This design comes from an exercise in tuning for small area, a short achievable clock period and few clock cycles per item on the open sky130 flow, not from production work. Where RTL was checked, it was by simulation tests only, not by an equivalence proof against the original. Power is estimated from default activity; no workload was simulated.

Setup of 12-07:
==> flow/design.v (excerpt) <==
module pq_engine (
    input  wire        clk,
    input  wire        rst,
    input  wire        cmd_valid,
    output wire        cmd_ready,
    input  wire [2:0]  cmd_op,
    input  wire [1:0]  cmd_width,    
    input  wire [3:0]  cmd_x,
    input  wire [3:0]  cmd_y,
    input  wire [7:0]  cmd_rows,     
    input  wire        in_valid,
    output wire        in_ready,
    input  wire [63:0] in_data,
    output reg         out_valid,
    input  wire        out_ready,
    output wire [63:0] out_a,
    output wire [63:0] out_b
);
Size in the first run: roughly 210 flip-flops, about 220 I/O pins, ~20,000 um2 of cells after synthesis.
clock: 5.5 ns
lec_check: 0
cap_margin: 20
core_margin: 2
core_utilization: 45
cts_buf_list: sky130_fd_sc_hd__clkbuf_4 sky130_fd_sc_hd__clkbuf_8
setup_slack_margin: 2.75
slew_margin: 20
standard.sh (not shown) runs the stock make flow with config.mk's settings and CLKGATE_MAP_FILE= SYNTH_SCRIPT=/design/flow/synth_recipe.tcl, a recipe that flattens the netlist after the stock synthesis.
==> flow/flow/run.sh <==
#!/bin/bash
# Standard layout, with the port buffers made from buf_2 instead of the
# default delay buffers.
export BUFFER_PORTS_ARGS="-buffer_cell sky130_fd_sc_hd__buf_2"
bash standard.sh > standard.log 2>&1
Testbench counts of 12-07, summed over its fixed seeds: cycles 23,550, rows 2,762.
Relative to 12-07, the following input files were edited for 08-06:
--- a/flow/design.v
+++ b/flow/design.v
@@ -200,20 +200,22 @@
   reg [63:0] acc_a, acc_b;
   assign out_a = acc_a;
   assign out_b = acc_b;
   wire keep = !(beat && first);
   always @(posedge clk) begin
     acc_a <= (acc_a & {64{keep}}) ^ (in_data & {64{beat & ea}})
            ^ (prod & {64{beat & c_fa}});
     acc_b <= (acc_b & {64{keep}}) ^ (prod & {64{beat}});
   end
   wire [7:0] i_gx, i_gnx, i_k1;
+  wire [7:0] i_g4 = (cmd_x[3:2] == 2'd0) ? 8'h01 : (cmd_x[3:2] == 2'd1) ? 8'hD8 :
+                    (cmd_x[3:2] == 2'd2) ? 8'h83 : 8'h7D;
   pq_gpow u_gpow (.x(cmd_x), .gx(i_gx), .gnx(i_gnx));
   pq_k1   u_k1   (.x(cmd_x), .y(cmd_y), .k(i_k1));
   wire [3:0] i_w  = (cmd_width == 2'd0) ? 4'd3 : (cmd_width == 2'd1) ? 4'd7 : 4'd15;
   wire       i_x0 = (cmd_x == 4'd0);
   reg  [3:0] i_dl;               
   reg  [7:0] i_off, i_tq, i_r0, i_c0;
   wire       i_rec = (cmd_op == OP_RDP) || (cmd_op == OP_RDQ) || (cmd_op == OP_RDD);
   wire       i_dd  = (cmd_op == OP_RDD);
   wire [1:0] i_p0  = (i_rec && i_x0) ? ((i_dd && cmd_y == 4'd1) ? 2'd2 : 2'd1) : 2'd0;
   wire [1:0] i_s0  = (i_rec && cmd_x == 4'd1) ? ((i_dd && cmd_y == 4'd2) ? 2'd3 : 2'd2) :
@@ -221,22 +223,23 @@
   always @(*) begin
     i_dl  = i_w;
     i_off = 8'h00;
     i_tq  = 8'h01;
     i_r0  = 8'h01;
     i_c0  = 8'h01;
     case (cmd_op)
       OP_RDP: begin
         i_dl  = i_w - 4'd1;
         i_off = 8'h01;
-        i_r0  = i_x0 ? 8'h02 : 8'h01;   
-        i_c0  = 8'h03;
+        i_tq  = i_g4;                
+        i_r0  = i_x0 ? 8'h02 : i_g4;
+        i_c0  = i_x0 ? 8'h03 : (i_g4 ^ 8'h01);
       end
       OP_RDQ: begin
         i_dl  = i_w - 4'd1;
         i_off = i_gx;
         i_r0  = i_x0 ? 8'h02 : 8'h01;
         i_c0  = i_x0 ? 8'h03 : (i_gx ^ 8'h01);
       end
       OP_RDD: begin              
         i_dl  = i_w - 4'd2;
         i_off = i_k1;
@@ -301,21 +304,21 @@
       OP_RDD:  c_r0 = !c_x0 ? c_tq : (c_y == 4'd1) ? xt(xt(c_tq)) : xt(c_tq);
       default: c_r0 = 8'h01;
     endcase
   end
   wire [7:0] r_lp = c_x0 ? xt(r) : xi(r);
   wire rowend = beat && last;
   wire c_done = rowend && (c_rows == 8'd0);
   wire again  = rowend && (c_rows != 8'd0);      
   wire act_n  = take || (c_act && !c_done);
   wire [3:0] cnt_n = take ? ((cmd_op == OP_RDD) ? (i_x0 ? {2'b00, i_p0} : cmd_x) :
-                             (cmd_op == OP_RDP) ? cmd_x : 4'd0)
+                             (cmd_op == OP_RDP) ? {2'b00, cmd_x[1:0]} : 4'd0)
                           : (c_cnt != 4'd0) ? c_cnt - 4'd1 : 4'd0;
   wire first_n = take || again || (first && !beat);
   wire ov_n    = rowend || (out_valid && !out_ready);
   always @(posedge clk) begin
     if (rst) begin
       c_act     <= 1'b0;
       out_valid <= 1'b0;
       rdy_free  <= 1'b0;
       rdy_wait  <= 1'b0;
       ll        <= 1'b0;
Notes after the runs:
08-06 against 12-07; routed length per placed instance is up by a few percent. Relative to 12-07, 08-06 improves total power. Cmp 08-06 vs 12-07: sum of routed wire segments on met1 lower in 08-06. 08-06 ends up with higher global-route usage than 12-07 does. Summary — share of the cycle needed by the critical path after routing, 08-06 relative to 12-07: higher, by 1.2 points. The proportion of synthesized chip area in sequential cells was comparable across 12-07 and 08-06. Between 12-07 and 08-06, the flow reports number of buffers inserted to repair setup after CTS decreasing by more than 10%.
Only the layout flow was run in 08-06; the RTL was not checked for function there.


Another version of the RTL of pq_engine (not shown whole).
Size in the first run: about 2700 cells after synthesis, roughly 220 flip-flops, roughly 220 I/O pins, ~0.021 mm2 of cells after synthesis.
export LEC_CHECK = 0
export CAP_MARGIN = 20
export CORE_MARGIN = 2
export CORE_UTILIZATION = 45
export CTS_BUF_LIST = sky130_fd_sc_hd__clkbuf_8
export SETUP_SLACK_MARGIN = 2.75
export SLEW_MARGIN = 20
create_clock -name core_clock -period 5.5 [get_ports {clk}]
Scripts as last shown in full above: flow/flow/run.sh
The starting point completed without violations.
Edit:
--- a/flow/design.v
+++ b/flow/design.v
@@ -196,50 +196,50 @@
     end
   endfunction
   function [7:0] xi;             
     input [7:0] v;
     xi = {1'b0, v[7:1]} ^ (v[0] ? 8'h8E : 8'h00);
   endfunction
   reg        c_act;              
   reg [2:0]  c_op;
   reg [3:0]  c_x, c_y, c_dl, c_cnt;
   reg [7:0]  c_rows;             
   reg [1:0]  c_tl, c_p0, c_s0;
   reg [7:0]  c_off, c_tq;        
-  reg        c_fa;               
-  reg        o_fa;               
+  reg        c_fa;
   reg        first;              
   reg        last;               
   reg        ll;                 
   reg        upd;                
   reg [3:0]  dl;                 
   reg [1:0]  tix;                
   reg [3:0]  pos;                
   reg [1:0]  s;                  
   reg [7:0]  r;                  
   reg [7:0]  coef;               
   reg        ea;                 
   reg        rdy_free, rdy_wait;
   assign in_ready  = rdy_free || (rdy_wait && out_ready);
   assign cmd_ready = !c_act || (ll && in_valid);
   wire beat = in_valid && in_ready;
   wire take = cmd_valid && cmd_ready;
   wire [63:0] prod;
   gf_mul64 u_mul (.a(in_data), .c(coef), .p(prod));
   reg [63:0] acc_a, acc_b;
-  assign out_a = acc_a ^ (acc_b & {64{o_fa}});
+  assign out_a = acc_a;
   assign out_b = acc_b;
   wire keep = !(beat && first);
   always @(posedge clk) begin
-    acc_a <= (acc_a & {64{keep}}) ^ (in_data & {64{beat & ea}});
+    acc_a <= (acc_a & {64{keep}}) ^ (in_data & {64{beat & ea}})
+           ^ (prod & {64{beat & c_fa}});
     acc_b <= (acc_b & {64{keep}}) ^ (prod & {64{beat}});
   end
   wire [7:0] i_gx, i_gnx, i_k1, i_dr0, i_dc0;
   pq_gpow u_gpow (.x(cmd_x), .gx(i_gx), .gnx(i_gnx));
   pq_k1   u_k1   (.x(cmd_x), .y(cmd_y), .k(i_k1));
   pq_rdd0 u_rdd0 (.y(cmd_y), .r0(i_dr0), .c0(i_dc0));
   wire [3:0] i_w  = (cmd_width == 2'd0) ? 4'd3 : (cmd_width == 2'd1) ? 4'd7 : 4'd15;
   wire       i_x0 = (cmd_x == 4'd0);
   reg  [3:0] i_dl;               
   reg  [1:0] i_tl;               
   reg  [7:0] i_off, i_tq, i_r0, i_c0;
   wire       i_rec = (cmd_op == OP_RDP) || (cmd_op == OP_RDQ) || (cmd_op == OP_RDD);
@@ -339,25 +339,24 @@
   wire first_n = take || again || (first && !beat);
   wire ov_n    = rowend || (out_valid && !out_ready);
   always @(posedge clk) begin
     if (rst) begin
       c_act     <= 1'b0;
       out_valid <= 1'b0;
       rdy_free  <= 1'b0;
       rdy_wait  <= 1'b0;
       ll        <= 1'b0;
     end else begin
       c_act     <= act_n;
       out_valid <= ov_n;
-      if (rowend) o_fa <= c_fa;
       c_cnt     <= cnt_n;
       rdy_free  <= act_n && (cnt_n == 4'd0) && (!first_n || !ov_n);
       rdy_wait  <= act_n && (cnt_n == 4'd0) && first_n && ov_n;
       if (take) begin
         c_op   <= cmd_op;
         c_x    <= cmd_x;
         c_y    <= cmd_y;
         c_dl   <= i_dl;
         c_tl   <= i_tl;
         c_rows <= cmd_rows;
         c_off  <= i_off;
         c_tq   <= i_tq;
Cell area shrinks by 3.9%.
Cell count shrinks by about 1.4%.
Fmax grows by about 6%.
Setup slack improves by 170 ps.
Wire length shrinks by about 0.8%.
Sequential power shrinks by about 5%.
First-iteration DRC count grows by 8.2%.
Core utilization shrinks by 0.87 points.
Sequential cell count shrinks by 1.
Clock power shrinks by 14%.
Clock skew is about the same.
Via count shrinks by about 2.6%.
Global-route usage grows by 0.49 points.
No run of this note included a check of the RTL's function; only the layout flow was run.


== the previous run ==
Another version of the RTL of pq_engine (not shown whole).
Size: roughly 2,700 cells after synthesis.
clock: 5.5 ns
lec_check: 0
cap_margin: 20
core_margin: 2
core_utilization: 45
cts_buf_list: sky130_fd_sc_hd__clkbuf_4
setup_slack_margin: 2.75
slew_margin: 20
Scripts as last shown in full above: flow/flow/run.sh
The previous run reached the final stage; the timing, design-rule and antenna checks on its layout passed.
Testbench counts of the previous run, summed over its fixed seeds: cycles 23,351, rows 2,762.
Changes in the current run relative to the previous run:
-- flow/design.v --
<<< the previous run, line 178
  reg [3:0]  c_x, c_y, c_dl, c_cnt;
  reg [7:0]  c_rows;             
  reg [1:0]  c_tl, c_p0, c_s0;
  reg [7:0]  c_off, c_tq;        
  reg        c_fa;
>>> the current run, line 178
  reg [3:0]  c_x, c_y, c_dl, c_cnt;
  reg [7:0]  c_rows;             
  reg [7:0]  c_off, c_tq;        
  reg        c_fa;
<<< the previous run, line 209
  end
  wire [7:0] i_gx, i_gnx, i_k1;
  pq_gpow u_gpow (.x(cmd_x), .gx(i_gx), .gnx(i_gnx));
  pq_k1   u_k1   (.x(cmd_x), .y(cmd_y), .k(i_k1));
>>> the current run, line 208
  end
  wire [7:0] i_gx, i_gnx, i_k1;
  wire [7:0] i_g4 = (cmd_x[3:2] == 2'd0) ? 8'h01 : (cmd_x[3:2] == 2'd1) ? 8'hD8 :
                    (cmd_x[3:2] == 2'd2) ? 8'h83 : 8'h7D;
  pq_gpow u_gpow (.x(cmd_x), .gx(i_gx), .gnx(i_gnx));
  pq_k1   u_k1   (.x(cmd_x), .y(cmd_y), .k(i_k1));
<<< the previous run, line 214
  wire       i_x0 = (cmd_x == 4'd0);
  reg  [3:0] i_dl;               
  reg  [1:0] i_tl;               
  reg  [7:0] i_off, i_tq, i_r0, i_c0;
  wire       i_rec = (cmd_op == OP_RDP) || (cmd_op == OP_RDQ) || (cmd_op == OP_RDD);
>>> the current run, line 215
  wire       i_x0 = (cmd_x == 4'd0);
  reg  [3:0] i_dl;               
  reg  [7:0] i_off, i_tq, i_r0, i_c0;
  wire       i_rec = (cmd_op == OP_RDP) || (cmd_op == OP_RDQ) || (cmd_op == OP_RDD);
<<< the previous run, line 223
  always @(*) begin
    i_dl  = i_w;
    i_tl  = 2'd0;
    i_off = 8'h00;
    i_tq  = 8'h01;
>>> the current run, line 223
  always @(*) begin
    i_dl  = i_w;
    i_off = 8'h00;
    i_tq  = 8'h01;
<<< the previous run, line 232
        i_dl  = i_w - 4'd1;
        i_off = 8'h01;
        i_tq  = i_gnx;
        i_r0  = i_x0 ? 8'h02 : i_gnx;
        i_c0  = i_x0 ? 8'h03 : (i_gnx ^ 8'h01);
      end
      OP_RDQ: begin
>>> the current run, line 231
        i_dl  = i_w - 4'd1;
        i_off = 8'h01;
        i_tq  = i_g4;                
        i_r0  = i_x0 ? 8'h02 : i_g4;
        i_c0  = i_x0 ? 8'h03 : (i_g4 ^ 8'h01);
      end
      OP_RDQ: begin
<<< the previous run, line 244
      OP_RDD: begin              
        i_dl  = i_w - 4'd2;
        i_tl  = 2'd1;
        i_off = i_k1;
        i_tq  = i_k1;
>>> the current run, line 243
      OP_RDD: begin              
        i_dl  = i_w - 4'd2;
        i_off = i_k1;
        i_tq  = i_k1;
<<< the previous run, line 251
      end
      OP_RMW: begin
        i_tl  = 2'd3;
        i_off = i_gx;
        i_c0  = 8'h00;
      end
      OP_CHK: i_tl = 2'd1;
      default: ;
    endcase
>>> the current run, line 249
      end
      OP_RMW: begin
        i_off = i_gx;
        i_c0  = 8'h00;
      end
      default: ;
    endcase
<<< the previous run, line 268
  wire       d_n   = upd && (dl != 4'd0);        
  wire [1:0] t_n   = upd ? 2'd0 : tix + 2'd1;    
  wire       l_n   = d_n ? (dl == 4'd1 && c_op == OP_GEN) : (t_n == c_tl);
  reg [7:0] tr_coef;
>>> the current run, line 264
  wire       d_n   = upd && (dl != 4'd0);        
  wire [1:0] t_n   = upd ? 2'd0 : tix + 2'd1;    
  wire [1:0] c_tl  = (c_op == OP_CHK || c_op == OP_RDD) ? 2'd1 :    
                     (c_op == OP_RMW) ? 2'd3 : 2'd0;                 
  wire       l_n   = d_n ? (dl == 4'd1 && c_op == OP_GEN) : (t_n == c_tl);
  reg [7:0] tr_coef;
<<< the previous run, line 295
  end
  wire       c_x0 = (c_x == 4'd0);
  reg  [7:0] c_r0;
  always @(*) begin
>>> the current run, line 293
  end
  wire       c_x0 = (c_x == 4'd0);
  wire       c_dd = (c_op == OP_RDD);
  wire [1:0] c_p0 = (rec && c_x0) ? ((c_dd && c_y == 4'd1) ? 2'd2 : 2'd1) : 2'd0;
  wire [1:0] c_s0 = (rec && c_x == 4'd1) ? ((c_dd && c_y == 4'd2) ? 2'd3 : 2'd2) :
                    (c_dd && c_x0 && c_y == 4'd2) ? 2'd2 : 2'd1;
  reg  [7:0] c_r0;
  always @(*) begin
<<< the previous run, line 309
  wire again  = rowend && (c_rows != 8'd0);      
  wire act_n  = take || (c_act && !c_done);
  wire [3:0] cnt_n = take ? ((cmd_op == OP_RDD) ? (i_x0 ? {2'b00, i_p0} : cmd_x) : 4'd0)
                          : (c_cnt != 4'd0) ? c_cnt - 4'd1 : 4'd0;
  wire first_n = take || again || (first && !beat);
>>> the current run, line 311
  wire again  = rowend && (c_rows != 8'd0);      
  wire act_n  = take || (c_act && !c_done);
  wire [3:0] cnt_n = take ? ((cmd_op == OP_RDD) ? (i_x0 ? {2'b00, i_p0} : cmd_x) :
                             (cmd_op == OP_RDP) ? {2'b00, cmd_x[1:0]} : 4'd0)
                          : (c_cnt != 4'd0) ? c_cnt - 4'd1 : 4'd0;
  wire first_n = take || again || (first && !beat);
<<< the previous run, line 331
        c_y    <= cmd_y;
        c_dl   <= i_dl;
        c_tl   <= i_tl;
        c_rows <= cmd_rows;
        c_off  <= i_off;
        c_tq   <= i_tq;
        c_p0   <= i_p0;
        c_s0   <= i_s0;
        c_fa   <= (cmd_op == OP_RDP) || (cmd_op == OP_RDD);
      end else begin
>>> the current run, line 334
        c_y    <= cmd_y;
        c_dl   <= i_dl;
        c_rows <= cmd_rows;
        c_off  <= i_off;
        c_tq   <= i_tq;
        c_fa   <= (cmd_op == OP_RDP) || (cmd_op == OP_RDD);
      end else begin
[summary]
- Compared with the previous run, the current run degrades maximum frequency.
- Per the comparison of the current run with the previous run, floorplan row count went down 1; clock network area share held; area of placed instances went down 310 um^2.
- [compare] base=the previous run new=the current run: clock skew now larger, fraction of standard cell area that is sequential now smaller, total power now smaller.
- Headroom to the max-slew limit is higher on the current run
The RTL of the current run was laid out without a check of its function.

## port drivers added, routing unchanged
The flow's constraints put no driver on any port. The routed layouts listed below were extracted and timed again, unchanged, in two steps. Step 1 sets driving cells, clkbuf_16 on the clock port and buf_2 on the other inputs (assumed; they add their load-dependent delay and slew). Step 2 moves the port delays by t, midway between the first and last clock arrival at a register: inputs arrive t later, outputs are due t later. That takes back most of the time a late clock gives input paths. Slacks: ideal / step 1 / step 2; pairs: ideal / step 1.
run	shift t [ns]	slack for setup (ns)	worst hold slack (ns)	clock arrival spread, ns
12-07	0.679	2.729 / 2.729 / 2.111	0.464 / 0.464 / 0.464	0.038 / 0.038
08-06	0.661	2.663 / 2.657 / 1.995	0.489 / 0.489 / 0.489	0.051 / 0.051
the first run of note 2	0.679	2.544 / 2.500 / 2.029	0.487 / 0.487 / 0.487	0.046 / 0.046
the second run of note 2	0.656	2.714 / 2.714 / 2.083	0.468 / 0.468 / 0.468	0.047 / 0.048
the previous run	0.836	2.755 / 2.755 / 2.018	0.469 / 0.469 / 0.469	0.055 / 0.055
the current run	0.851	2.712 / 2.712 / 1.953	0.489 / 0.479 / 0.489	0.077 / 0.077
After both steps every run listed still meets setup and hold. For the current run, which loses most, drivers alone change the setup slack by 0.000 ns; drivers and shift together by -0.759 ns.
